Source: an optimization exercise on an open RTL-to-GDS flow (aim: small area, a short achievable clock period and few clock cycles per item). Production flows keep margins and buffers that such runs may drop.
At most, simulation tests tie the RTL to the original design; equivalence was not proved.
No activity file was given, so power comes from the tool's default toggle rates.

Setup of run a:
==> flow/design.v (excerpt) <==
module exact_sum (
    input  wire        clk,
    input  wire        rst,
    input  wire        in_valid,
    output wire        in_ready,
    input  wire [31:0] in_data,
    input  wire [1:0]  in_dtype,
    input  wire        in_last,
    output wire        out_valid,
    input  wire        out_ready,
    output wire [31:0] out_data
);
make LEC_CHECK=0 CAP_MARGIN=20 CORE_MARGIN=2 CORE_UTILIZATION=40 SLEW_MARGIN=20 finish   # period 15.0 ns
run.sh (not shown) runs the stock make flow with config.mk's settings and CLKGATE_MAP_FILE= SYNTH_SCRIPT=/design/flow/synth_recipe.tcl, a recipe that flattens the netlist after the stock synthesis.
Run a has completed all stages; timing, DRC and antenna checks passed.
#### Input delta (run b over run a)
==> flow/flow/run.sh (new file) <==
#!/bin/bash
# Standard synthesis, then the standard layout steps with repair_timing asked
# for a larger setup margin (the SDC, period and IO constraints are unchanged).
set -e
bash standard.sh synth > synth.log 2>&1
bash standard.sh SETUP_SLACK_MARGIN=11 finish > layout.log 2>&1
==> flow/standard.sh (new file) <==
#!/bin/bash
# synth_recipe.tcl (not shown) runs the flow's synth.tcl, then flattens the netlist and writes it again
# the make line also repeats each setting of config.mk as NAME=value (left out here)
make -C /OpenROAD-flow-scripts/flow DESIGN_CONFIG=/design/flow/config.mk WORK_HOME=/design/flow/orfs CLKGATE_MAP_FILE= SYNTH_SCRIPT=/design/flow/synth_recipe.tcl "${@:-finish}"
removed: flow/run.sh
Per the comparison of run b with run a, length in cells of the worst reg-to-reg path rose 2, overall routed net length increased by 1.7 mm relative to the old numbers, area of all placed cells without fillers picked up an extra 1.9%.
Of the two values seen for first element of the critical path, rdy$_SDFF_PP1_ was produced by run b and W[55]$_DFF_P_ by run a.
Function was not checked in any run of this note: the RTL went through the layout flow alone.

---

Another version of the RTL of exact_sum (not shown whole).
Size in the first run: about 3200 cells after synthesis, about 680 flip-flops, about 73 I/O pins, ~32000 um^2 of cells after synthesis.
clock: 15.0 ns
lec_check: 0
cap_margin: 20
core_margin: 2
core_utilization: 40
slew_margin: 20
standard.sh (not shown) runs the stock make flow with config.mk's settings and CLKGATE_MAP_FILE= SYNTH_SCRIPT=/design/flow/synth_recipe.tcl, a recipe that flattens the netlist after the stock synthesis.
==> flow/flow/run.sh <==
#!/bin/bash
# Standard synthesis, then the standard layout steps with repair_timing asked
# for a larger setup margin (the SDC, period and IO constraints are unchanged),
# larger clock sink clusters and no dummy clock loads.
set -e
bash standard.sh synth > synth.log 2>&1
bash standard.sh SETUP_SLACK_MARGIN=11 "CTS_ARGS=-sink_clustering_enable -repair_clock_nets -dont_use_dummy_load -sink_clustering_size 30 -sink_clustering_max_diameter 80 -sink_clustering_levels 1" finish > layout.log 2>&1
The first run finished clean.
Testbench counts at the start, summed over its fixed seeds: cycles 32,739, items 32,678.
Edit:
==> flow/flow/run.sh (replaced) <==
#!/bin/bash
# Standard synthesis, then the standard layout steps with repair_timing asked
# for a larger setup margin (the SDC, period and IO constraints are unchanged),
# larger clock sink clusters and no dummy clock loads.
set -e
bash standard.sh synth > synth.log 2>&1
bash standard.sh SETUP_SLACK_MARGIN=11.3 "CTS_ARGS=-sink_clustering_enable -repair_clock_nets -dont_use_dummy_load -sink_clustering_size 30 -sink_clustering_max_diameter 80" finish > layout.log 2>&1
What happened:
- area after synthesis stays the same
- worst setup slack degrades by 0.0063 ns
- global-route usage increases by 0.18 points
- critical path depth is unchanged
- sequential share of layout area decreases by 0.65 points
- sequential cell count stays the same
- utilization increases by 0.67 points
- maximum frequency stays flat
- final area increases slightly
- power increases slightly
Edit:
--- a/flow/flow/run.sh
+++ b/flow/flow/run.sh
@@ -7 +7 @@
-bash standard.sh SETUP_SLACK_MARGIN=11.3 "CTS_ARGS=-sink_clustering_enable -repair_clock_nets -dont_use_dummy_load -sink_clustering_size 30 -sink_clustering_max_diameter 80" finish > layout.log 2>&1
+bash standard.sh SETUP_SLACK_MARGIN=11 "CTS_ARGS=-sink_clustering_enable -repair_clock_nets -dont_use_dummy_load -sink_clustering_size 30 -sink_clustering_max_diameter 80 -clustering_exponent 2" finish > layout.log 2>&1
=> Worst hold slack improved by 0.012 ns; count of clock-buffer cells in the layout is higher by 2; worst setup slack improved by 0.0063 ns; fmax is about the same; synthesized cell count stays the same; power is lower slightly; routed wire length is lower slightly; core utilization is lower by 0.67 points; design area is lower slightly; combinational power is lower by a few percent.
Edit:
==> flow/flow/run.sh (replaced) <==
#!/bin/bash
# Standard synthesis, then the standard layout steps with repair_timing asked
# for a larger setup margin (the SDC, period and IO constraints are unchanged),
# larger clock sink clusters and no dummy clock loads.
set -e
bash standard.sh synth > synth.log 2>&1
bash standard.sh SETUP_SLACK_MARGIN=11 "CTS_ARGS=-sink_clustering_enable -repair_clock_nets -dont_use_dummy_load -sink_clustering_size 30 -sink_clustering_max_diameter 80" finish > layout.log 2>&1
Effect:
- utilization is unchanged
- sequential power stays flat
- final area does not change
- maximum frequency is unchanged
- synthesized cell count stays the same
Edit:
--- a/flow/flow/run.sh
+++ b/flow/flow/run.sh
@@ -7 +7 @@
-bash standard.sh SETUP_SLACK_MARGIN=11 "CTS_ARGS=-sink_clustering_enable -repair_clock_nets -dont_use_dummy_load -sink_clustering_size 30 -sink_clustering_max_diameter 80" finish > layout.log 2>&1
+bash standard.sh SETUP_SLACK_MARGIN=10.9 "CTS_ARGS=-sink_clustering_enable -repair_clock_nets -dont_use_dummy_load -sink_clustering_size 30 -sink_clustering_max_diameter 80" finish > layout.log 2>&1
After rerunning: The changed run went through all stages and came out clean; die area stays the same; flip-flop and latch count stays the same; sequential share of layout area came out higher by 0.25 points; power went down by 0.33%.

---

run A:
exact_sum, a different RTL version from the one above (not shown whole).
Size in the first run: ~3300 cells after synthesis, ~73 I/O pins, ~32000 um2 of cells after synthesis.
==> flow/config.mk <==
export PLATFORM = sky130hd
export DESIGN_NAME = exact_sum
export DESIGN_NICKNAME = exact_sum
export VERILOG_FILES = /design/flow/design.v
export SDC_FILE = /design/flow/constraint.sdc
export NUM_CORES = 8
export LEC_CHECK = 0
export CAP_MARGIN = 20
export CORE_MARGIN = 2
export CORE_UTILIZATION = 40
export SLEW_MARGIN = 20
==> flow/constraint.sdc <==
create_clock -name core_clock -period 15.0 [get_ports {clk}]
set_input_delay 3.0000 -clock core_clock [delete_from_list [all_inputs] [get_ports {clk}]]
set_output_delay 3.0000 -clock core_clock [all_outputs]
set_load 0.01 [all_outputs]
==> flow/flow/run.sh <==
#!/bin/bash
# Standard synthesis, then the standard layout steps with repair_timing asked
# for a larger setup margin (the SDC, period and IO constraints are unchanged)
# and a smaller clock buffer for the clock tree.
set -e
bash standard.sh synth > synth.log 2>&1
bash standard.sh SETUP_SLACK_MARGIN=11 CTS_BUF_LIST=sky130_fd_sc_hd__clkbuf_8 finish > layout.log 2>&1
Testbench counts of run A, summed over its fixed seeds: cycles 32,739, items 32,678.
For run B, these inputs were changed with respect to run A:
==> flow/flow/run.sh <==
#!/bin/bash
# Standard synthesis, then the standard layout steps with repair_timing asked
# for a larger setup margin (the SDC, period and IO constraints are unchanged)
# and larger clock sink clusters.
set -e
bash standard.sh synth > synth.log 2>&1
bash standard.sh SETUP_SLACK_MARGIN=11 CTS_CLUSTER_SIZE=30 CTS_CLUSTER_DIAMETER=80 finish > layout.log 2>&1
--- outcome ---
- Run B | status: complete | timing, DRC, antenna: pass
- As far as mean instance size in the synthesized netlist is concerned, run A and run B perform about the same.
- Comparing run A and run B, core utilization is higher on run A.
- Run A → run B: number of stages on the worst setup path saw an increase; post-layout instance area now smaller.
Modified inputs, run C compared to run B
==> flow/flow/run.sh <==
#!/bin/bash
# Standard synthesis, then the standard layout steps with repair_timing asked
# for a larger setup margin (the SDC, period and IO constraints are unchanged).
set -e
bash standard.sh synth > synth.log 2>&1
bash standard.sh SETUP_SLACK_MARGIN=11 finish > layout.log 2>&1
First-iteration detailed-routing DRC count: run B and run C compared, higher one is run B. Run B → run C: achievable clock frequency neither gained nor lost much, setup slack picked up an extra 0.012 ns. Of run C and run B, it is run C that has the lower fraction of area in registers. Relative to run B, the sum of internal, switching and leakage power measured on run C has increased by more than 10%.
[inputs] run D vs run C
==> flow/flow/run.sh <==
#!/bin/bash
# Standard synthesis, then the standard layout steps with repair_timing asked
# for a larger setup margin (the SDC, period and IO constraints are unchanged)
# and clock tree synthesis without dummy loads.
set -e
bash standard.sh synth > synth.log 2>&1
bash standard.sh SETUP_SLACK_MARGIN=11 "CTS_ARGS=-sink_clustering_enable -repair_clock_nets -dont_use_dummy_load" finish > layout.log 2>&1
--- outcome ---
Overall routing resource usage delta (run C -> run D): insignificant
Run D against run C: utilization lower; maximum clock rate roughly the same; sequential share of cell area higher; worst setup slack higher.

==> port drivers added, routing unchanged <==
No port has a modelled driver above. Below, the same layouts with a new extraction and two added sets of constraints.
Step 1 (the two cells are an assumption about what drives the block):
set clk [get_ports {clk}]
set_driving_cell -lib_cell sky130_fd_sc_hd__clkbuf_16 $clk
set_driving_cell -lib_cell sky130_fd_sc_hd__buf_2 [delete_from_list [all_inputs] $clk]
Step 2 also shifts input and output timing later by t, the mid clock arrival at the registers, as if the neighbouring blocks saw the same clock.
Slacks: ideal / step 1 / step 2; pairs: ideal / step 1.
run	t, ns	slack for setup (ns)	slew at the worst register clock pin (ns)	worst data-port slew with drivers (ns)	pins driven straight from the clock port
run a of note 1	0.679	9.712 / 9.712 / 9.471	0.07 / 0.07	0.08	1
run b of note 1	0.680	10.794 / 10.726 / 10.266	0.07 / 0.07	0.09	1
the first run of note 2	0.639	10.908 / 10.842 / 10.461	0.11 / 0.11	0.04	1
the second run of note 2	0.631	10.901 / 10.836 / 10.475	0.11 / 0.11	0.06	1
the third run of note 2	0.639	10.908 / 10.842 / 10.461	0.11 / 0.11	0.04	1
the fourth run of note 2	0.639	10.908 / 10.842 / 10.461	0.11 / 0.11	0.04	1
the fifth run of note 2	0.627	10.890 / 10.826 / 10.347	0.11 / 0.11	0.04	1
run A of note 3	0.801	10.664 / 10.601 / 10.153	0.07 / 0.07	0.06	1
run B of note 3	0.659	10.766 / 10.708 / 10.129	0.11 / 0.11	0.06	1
run C of note 3	0.676	10.777 / 10.712 / 10.124	0.06 / 0.06	0.06	1
run D of note 3	0.643	10.789 / 10.755 / 10.170	0.06 / 0.06	0.06	1
After both steps setup and hold are still met in every run listed. The setup slack of run C of note 3, which loses most, moves by -0.065 ns with the drivers and by -0.653 ns with both steps.
